Background: an optimization exercise with open tools, aiming at small area, a short achievable clock period and few clock cycles per item. Do not read the settings as production practice.
The RTL was checked by simulation tests, not by an equivalence proof against the original design.
No activity file was given, so power comes from the tool's default toggle rates.

## west
## damask_px
module damask_px (
    input  wire         clk,
    input  wire         rst,         
    input  wire         start,       
    input  wire [47:0]  l16,         
    input  wire [15:0]  seam,        
    input  wire [15:0]  lscale,      
    input  wire [191:0] m,           
    input  wire [47:0]  ug,          
    input  wire [47:0]  uo,          
    input  wire [143:0] c_mat,       
    input  wire [47:0]  ga,          
    input  wire [23:0]  lgo,         
    input  wire [11:0]  cls,         
    input  wire [2:0]   pfl,         
    input  wire         dark,        
    input  wire         lowg_en,
    input  wire         dither_en,
    input  wire [1:0]   pos_u,       
    input  wire [1:0]   pos_v,       
    output reg          lg_rd,       
    output reg  [3:0]   lg_cls,      
    output reg  [5:0]   lg_idx,      
    input  wire [15:0]  lg_data,     
    output reg          done,        
    output wire [47:0]  code,        
    output reg  [2:0]   clip         
);
Size in the first run: ~360 flip-flops, about 690 I/O pins.
export LEC_CHECK = 0
export ABC_AREA = 1
export CAP_MARGIN = 20
export CORE_MARGIN = 2
export CORE_UTILIZATION = 40
export CTS_BUF_LIST = sky130_fd_sc_hd__clkbuf_8
export SLEW_MARGIN = 20
export TNS_END_PERCENT = 20
create_clock -name core_clock -period 18.0 [get_ports {clk}]
standard.sh (not shown) runs the stock make flow with config.mk's settings and CLKGATE_MAP_FILE= SYNTH_SCRIPT=/design/flow/synth_recipe.tcl, a recipe that flattens the netlist after the stock synthesis.
==> flow/flow/run.sh <==
#!/bin/bash
# The standard layout (standard.sh, unchanged synthesis, floorplan,
# placement, CTS and routing), with two settings changed:
#  - ORFS's timing repair aims at a 5 ns critical path: a setup slack margin
#    of 13 ns on the design's 18 ns clock;
#  - every input and output port is buffered with buf_1, the smallest buffer (the default pick
#    is a slow delay buffer).
# The clock and the constraints are the design's.
set -euo pipefail
bash standard.sh SETUP_SLACK_MARGIN=13 "BUFFER_PORTS_ARGS=-buffer_cell sky130_fd_sc_hd__buf_1" finish > layout.log 2>&1
In summary, west completed successfully, with a layout that passed the timing, design-rule and antenna checks.
Testbench counts of west, summed over its fixed seeds: cycles 315,254, pixels 9,600.
Input-level comparison between middle and west:
==> flow/run.sh (new file) <==
#!/bin/bash
# synth_recipe.tcl (not shown) runs the flow's synth.tcl, then flattens the netlist and writes it again
# the make line also repeats each setting of config.mk as NAME=value (left out here)
make -C /OpenROAD-flow-scripts/flow DESIGN_CONFIG=/design/flow/config.mk WORK_HOME=/design/flow/orfs CLKGATE_MAP_FILE= SYNTH_SCRIPT=/design/flow/synth_recipe.tcl finish
--- a/flow/config.mk
+++ b/flow/config.mk
@@ -14 +13,0 @@
-export TNS_END_PERCENT = 20
removed: flow/flow/run.sh
removed: flow/standard.sh
Notes after the runs:
[compare] base=west new=middle: area of placed instances increased by about 12% relative to the old numbers, data required time of the critical path went up by 0.06 ns, period utilization rose by 4.5 points, fill cell instance count of the final layout now smaller.
west: full flow OK, the timing, design-rule and antenna checks passed
middle: all stages complete, timing, DRC and antenna checks passed
middle: cell-internal power lower than west
middle vs west: non-clock buffer count down

Setup of run 1:
Another version of the RTL of damask_px (not shown whole).
For scale: about 4200 cells after synthesis, about 690 I/O pins, about 32000 um^2 of cells after synthesis.
==> flow/config.mk <==
export PLATFORM = sky130hd
export DESIGN_NAME = damask_px
export DESIGN_NICKNAME = damask_px
export VERILOG_FILES = /design/flow/design.v
export SDC_FILE = /design/flow/constraint.sdc
export NUM_CORES = 4
export LEC_CHECK = 0
export ABC_AREA = 1
export CAP_MARGIN = 20
export CORE_MARGIN = 2
export CORE_UTILIZATION = 40
export SLEW_MARGIN = 20
==> flow/constraint.sdc <==
create_clock -name core_clock -period 18.0 [get_ports {clk}]
set_input_delay 3.6000 -clock core_clock [delete_from_list [all_inputs] [get_ports {clk}]]
set_output_delay 3.6000 -clock core_clock [all_outputs]
set_load 0.01 [all_outputs]
==> flow/flow/run.sh <==
#!/bin/bash
# The standard layout (standard.sh, unchanged synthesis, floorplan,
# placement, CTS and routing), with two settings changed:
#  - ORFS's timing repair aims at a 5 ns critical path: a setup slack margin
#    of 13 ns on the design's 18 ns clock;
#  - every input and output port is buffered with buf_1, the smallest buffer (the default pick
#    is a slow delay buffer).
# The clock and the constraints are the design's.
set -euo pipefail
bash standard.sh SETUP_SLACK_MARGIN=13 "BUFFER_PORTS_ARGS=-buffer_cell sky130_fd_sc_hd__buf_1" finish > layout.log 2>&1
Testbench counts of run 1, summed over its fixed seeds: cycles 315,254, pixels 9,600.
For run 2, these inputs were changed with respect to run 1:
Settings: CTS_BUF_LIST newly set to sky130_fd_sc_hd__clkbuf_8.
==> flow/run.sh (new file) <==
#!/bin/bash
# synth_recipe.tcl (not shown) runs the flow's synth.tcl, then flattens the netlist and writes it again
# the make line also repeats each setting of config.mk as NAME=value (left out here)
make -C /OpenROAD-flow-scripts/flow DESIGN_CONFIG=/design/flow/config.mk WORK_HOME=/design/flow/orfs CLKGATE_MAP_FILE= SYNTH_SCRIPT=/design/flow/synth_recipe.tcl finish
removed: flow/flow/run.sh
removed: flow/standard.sh
==> summary.txt <==
Summary: cell area, run 2 worse than run 1
Run 2 ends up with lower total of cells resized after clock tree synthesis than run 1 does.
Between run 1 and run 2, power in combinational cells decreased.
Run 2 vs run 1, kind of critical path: flip-flop to flip-flop vs input port to flip-flop
As of run 2, total power of the final layout had fallen by a few percent compared to run 1.
## Diff of input files: run 3 against run 2
Settings: CTS_CLUSTER_DIAMETER now 50, previously not set; CTS_CLUSTER_SIZE now 14, previously not set.
==> flow/flow/run.sh (new file) <==
#!/bin/bash
# The standard layout (standard.sh, unchanged synthesis, floorplan,
# placement, CTS and routing), with two settings changed:
#  - ORFS's timing repair aims at a 5 ns critical path: a setup slack margin
#    of 13 ns on the design's 18 ns clock;
#  - every input and output port is buffered with buf_1, the smallest buffer (the default pick
#    is a slow delay buffer).
# The clock and the constraints are the design's.
set -euo pipefail
bash standard.sh SETUP_SLACK_MARGIN=13 "BUFFER_PORTS_ARGS=-buffer_cell sky130_fd_sc_hd__buf_1" finish > layout.log 2>&1
==> flow/standard.sh (new file) <==
#!/bin/bash
# synth_recipe.tcl (not shown) runs the flow's synth.tcl, then flattens the netlist and writes it again
# the make line also repeats each setting of config.mk as NAME=value (left out here)
make -C /OpenROAD-flow-scripts/flow DESIGN_CONFIG=/design/flow/config.mk WORK_HOME=/design/flow/orfs CLKGATE_MAP_FILE= SYNTH_SCRIPT=/design/flow/synth_recipe.tcl "${@:-finish}"
removed: flow/run.sh
==> summary.txt <==
Part of the power in registers delta (run 3 -> run 2): insignificant
The higher global-route wire length before repair came out of run 2.
Run 3 ends up with a critical path depth that is 7 lower than in run 2.
Re DRC violation count after routing: no difference whatsoever between run 2 and run 3.
Part of the power in the clock network: run 3 < run 2
Between run 3 and run 2, setup slack is higher for run 3, run 2 comes in under that.
Looking at HPWL after detailed placement across run 3 and run 2, the one that comes out lower is run 3.
Run 3 vs run 2: power up slightly

== wip/tundra ==
Another version of the RTL of damask_px (not shown whole).
Size in the first run: roughly 5000 cells after synthesis, about 690 I/O pins, ~0.035 mm2 of cells after synthesis.
==> flow/config.mk <==
export PLATFORM = sky130hd
export DESIGN_NAME = damask_px
export DESIGN_NICKNAME = damask_px
export VERILOG_FILES = /design/flow/design.v
export SDC_FILE = /design/flow/constraint.sdc
export NUM_CORES = 4
export LEC_CHECK = 0
export ABC_AREA = 1
export CAP_MARGIN = 20
export CORE_MARGIN = 2
export CORE_UTILIZATION = 40
export SLEW_MARGIN = 20
==> flow/constraint.sdc <==
create_clock -name core_clock -period 18.0 [get_ports {clk}]
set_input_delay 3.6000 -clock core_clock [delete_from_list [all_inputs] [get_ports {clk}]]
set_output_delay 3.6000 -clock core_clock [all_outputs]
set_load 0.01 [all_outputs]
==> flow/flow/run.sh <==
#!/bin/bash
# The standard layout (standard.sh, unchanged synthesis, floorplan,
# placement, CTS and routing), with two settings changed:
#  - ORFS's timing repair aims at a 5 ns critical path: a setup slack margin
#    of 13 ns on the design's 18 ns clock;
#  - every input and output port is buffered with buf_1, the smallest buffer (the default pick
#    is a slow delay buffer).
# The clock and the constraints are the design's.
set -euo pipefail
bash standard.sh SETUP_SLACK_MARGIN=13 "BUFFER_PORTS_ARGS=-buffer_cell sky130_fd_sc_hd__buf_1" finish > layout.log 2>&1
Both conditions hold for wip/tundra: the flow ran to the end and the final layout passed the timing, design-rule and antenna checks.
Testbench counts of wip/tundra, summed over its fixed seeds: cycles 315,254, pixels 9,600.
Setup changes, wip/tundra to wip/umber
==> flow/run.sh (new file) <==
#!/bin/bash
# synth_recipe.tcl (not shown) runs the flow's synth.tcl, then flattens the netlist and writes it again
# the make line also repeats each setting of config.mk as NAME=value (left out here)
make -C /OpenROAD-flow-scripts/flow DESIGN_CONFIG=/design/flow/config.mk WORK_HOME=/design/flow/orfs CLKGATE_MAP_FILE= SYNTH_SCRIPT=/design/flow/synth_recipe.tcl finish
--- a/flow/config.mk
+++ b/flow/config.mk
@@ -7,3 +7,3 @@
 export LEC_CHECK = 0
-export ABC_AREA = 1
+export ABC_CLOCK_PERIOD_IN_PS = 4500
 export CAP_MARGIN = 20
removed: flow/flow/run.sh
removed: flow/standard.sh
==> comparison <==
- wip/umber completed every stage of the flow, and the final layout passed the timing, design-rule and antenna checks.
- wip/umber ended up with xnor2_2 as its cell with the largest stage delay on the worst path; wip/tundra ended up with nor2_2.
- Compared with wip/tundra, wip/umber shows sequential share of layout area lower by 2.7 points.
- Number of cells after detailed placement: wip/umber vs wip/tundra down 81
- wip/tundra ended up with in2reg as its classification of the worst setup path; wip/umber ended up with reg2reg.
- wip/umber ended with more power than wip/tundra.
Setup changes, wip/umber to wip/maple
==> flow/flow/run.sh (new file) <==
#!/bin/bash
# The standard layout (standard.sh, unchanged synthesis, floorplan,
# placement, CTS and routing), with two settings changed:
#  - ORFS's timing repair aims at a 5 ns critical path: a setup slack margin
#    of 13 ns on the design's 18 ns clock;
#  - every input and output port is buffered with buf_1, the smallest buffer (the default pick
#    is a slow delay buffer).
# The clock and the constraints are the design's.
set -euo pipefail
bash standard.sh SETUP_SLACK_MARGIN=13 "BUFFER_PORTS_ARGS=-buffer_cell sky130_fd_sc_hd__buf_1" finish > layout.log 2>&1
==> flow/standard.sh (new file) <==
#!/bin/bash
# synth_recipe.tcl (not shown) runs the flow's synth.tcl, then flattens the netlist and writes it again
# the make line also repeats each setting of config.mk as NAME=value (left out here)
make -C /OpenROAD-flow-scripts/flow DESIGN_CONFIG=/design/flow/config.mk WORK_HOME=/design/flow/orfs CLKGATE_MAP_FILE= SYNTH_SCRIPT=/design/flow/synth_recipe.tcl "${@:-finish}"
--- a/flow/config.mk
+++ b/flow/config.mk
@@ -7,6 +7,7 @@
 export LEC_CHECK = 0
-export ABC_CLOCK_PERIOD_IN_PS = 4500
+export ABC_AREA = 1
 export CAP_MARGIN = 20
 export CORE_MARGIN = 2
-export CORE_UTILIZATION = 40
+export CORE_UTILIZATION = 55
+export CTS_BUF_LIST = sky130_fd_sc_hd__clkbuf_8
 export SLEW_MARGIN = 20
removed: flow/run.sh
==> comparison <==
wip/maple | stages: all done | timing, DRC, antenna: all pass. | minimum setup slack in the final design | wip/maple vs wip/umber | better |. Compared with wip/umber, wip/maple shows a higher power share of the combinational group. The standard cell with the maximum stage delay on the critical path comes out nand4_1 in one run and xnor2_2 in the other, namely in wip/maple and wip/umber respectively. Lower footprint of the multi-input gates goes to wip/maple over wip/umber. A combinational family with the most area after synthesis of simple AND/OR/NAND/NOR gates is what wip/maple shows, while compound AO/OA/AOI/OAI gates belongs to wip/umber.
Inputs modified between wip/maple and wip/delta:
==> flow/flow/run.sh <==
#!/bin/bash
# The standard layout (standard.sh, unchanged synthesis, floorplan,
# placement, CTS and routing), with two settings changed:
#  - ORFS's timing repair aims at a 5.2 ns critical path: a setup slack margin
#    of 12.8 ns on the design's 18 ns clock;
#  - every input and output port is buffered with buf_1, the smallest buffer (the default pick
#    is a slow delay buffer).
# The clock and the constraints are the design's.
set -euo pipefail
bash standard.sh SETUP_SLACK_MARGIN=12.8 "BUFFER_PORTS_ARGS=-buffer_cell sky130_fd_sc_hd__buf_1" finish > layout.log 2>&1
--- a/flow/config.mk
+++ b/flow/config.mk
@@ -10,3 +10,3 @@
 export CORE_MARGIN = 2
-export CORE_UTILIZATION = 55
+export CORE_UTILIZATION = 40
 export CTS_BUF_LIST = sky130_fd_sc_hd__clkbuf_8
### Flow results
- Going from wip/maple to wip/delta, number of inverters outside the clock class in the layout stayed essentially flat; final area shows no meaningful change; fraction of power consumed by combinational cells lower; setup slack after placement has remained practically unchanged; wire length on met3 now smaller.
- Wire: wip/delta routes more than wip/maple
- Run comparison: wip/delta launch point of the worst path ug[0]; wip/maple launch point of the worst path ug[15]
- wip/delta ended up with bop[0] as its critical path capture point; wip/maple ended up with bop[15].

re-timing with driven ports:
How much do the figures lean on ideal ports? The routed layouts below were timed once more, with nothing changed but the port constraints.
Step 1 sets driving cells, clkbuf_16 on the clock port and buf_2 on the other inputs (assumed; they add their load-dependent delay and slew).
Step 2 moves the port delays by t, midway between the first and last clock arrival at a register: inputs arrive t later, outputs are due t later. That takes back most of the time a late clock gives input paths.
Three values: no drivers, after step 1, after step 2; two values: the first two.
run	shift t [ns]	setup WS [ns]	cell pins on the clock port's net
west	0.756	12.745 / 12.792 / 12.036	1
middle	0.760	11.929 / 11.929 / 11.362	1
run 1	0.673	13.007 / 13.045 / 12.383	1
run 2	0.744	12.293 / 12.293 / 12.049	1
run 3	0.756	12.976 / 12.961 / 12.410	1
wip/tundra	0.671	12.735 / 12.727 / 12.056	1
wip/umber	0.649	11.611 / 11.611 / 11.194	1
wip/maple	0.800	12.872 / 12.911 / 12.111	1
wip/delta	0.744	12.773 / 12.804 / 12.060	1
After both steps every run listed still meets setup and hold. For wip/maple, which loses most, drivers alone change the setup slack by +0.039 ns; drivers and shift together by -0.761 ns.
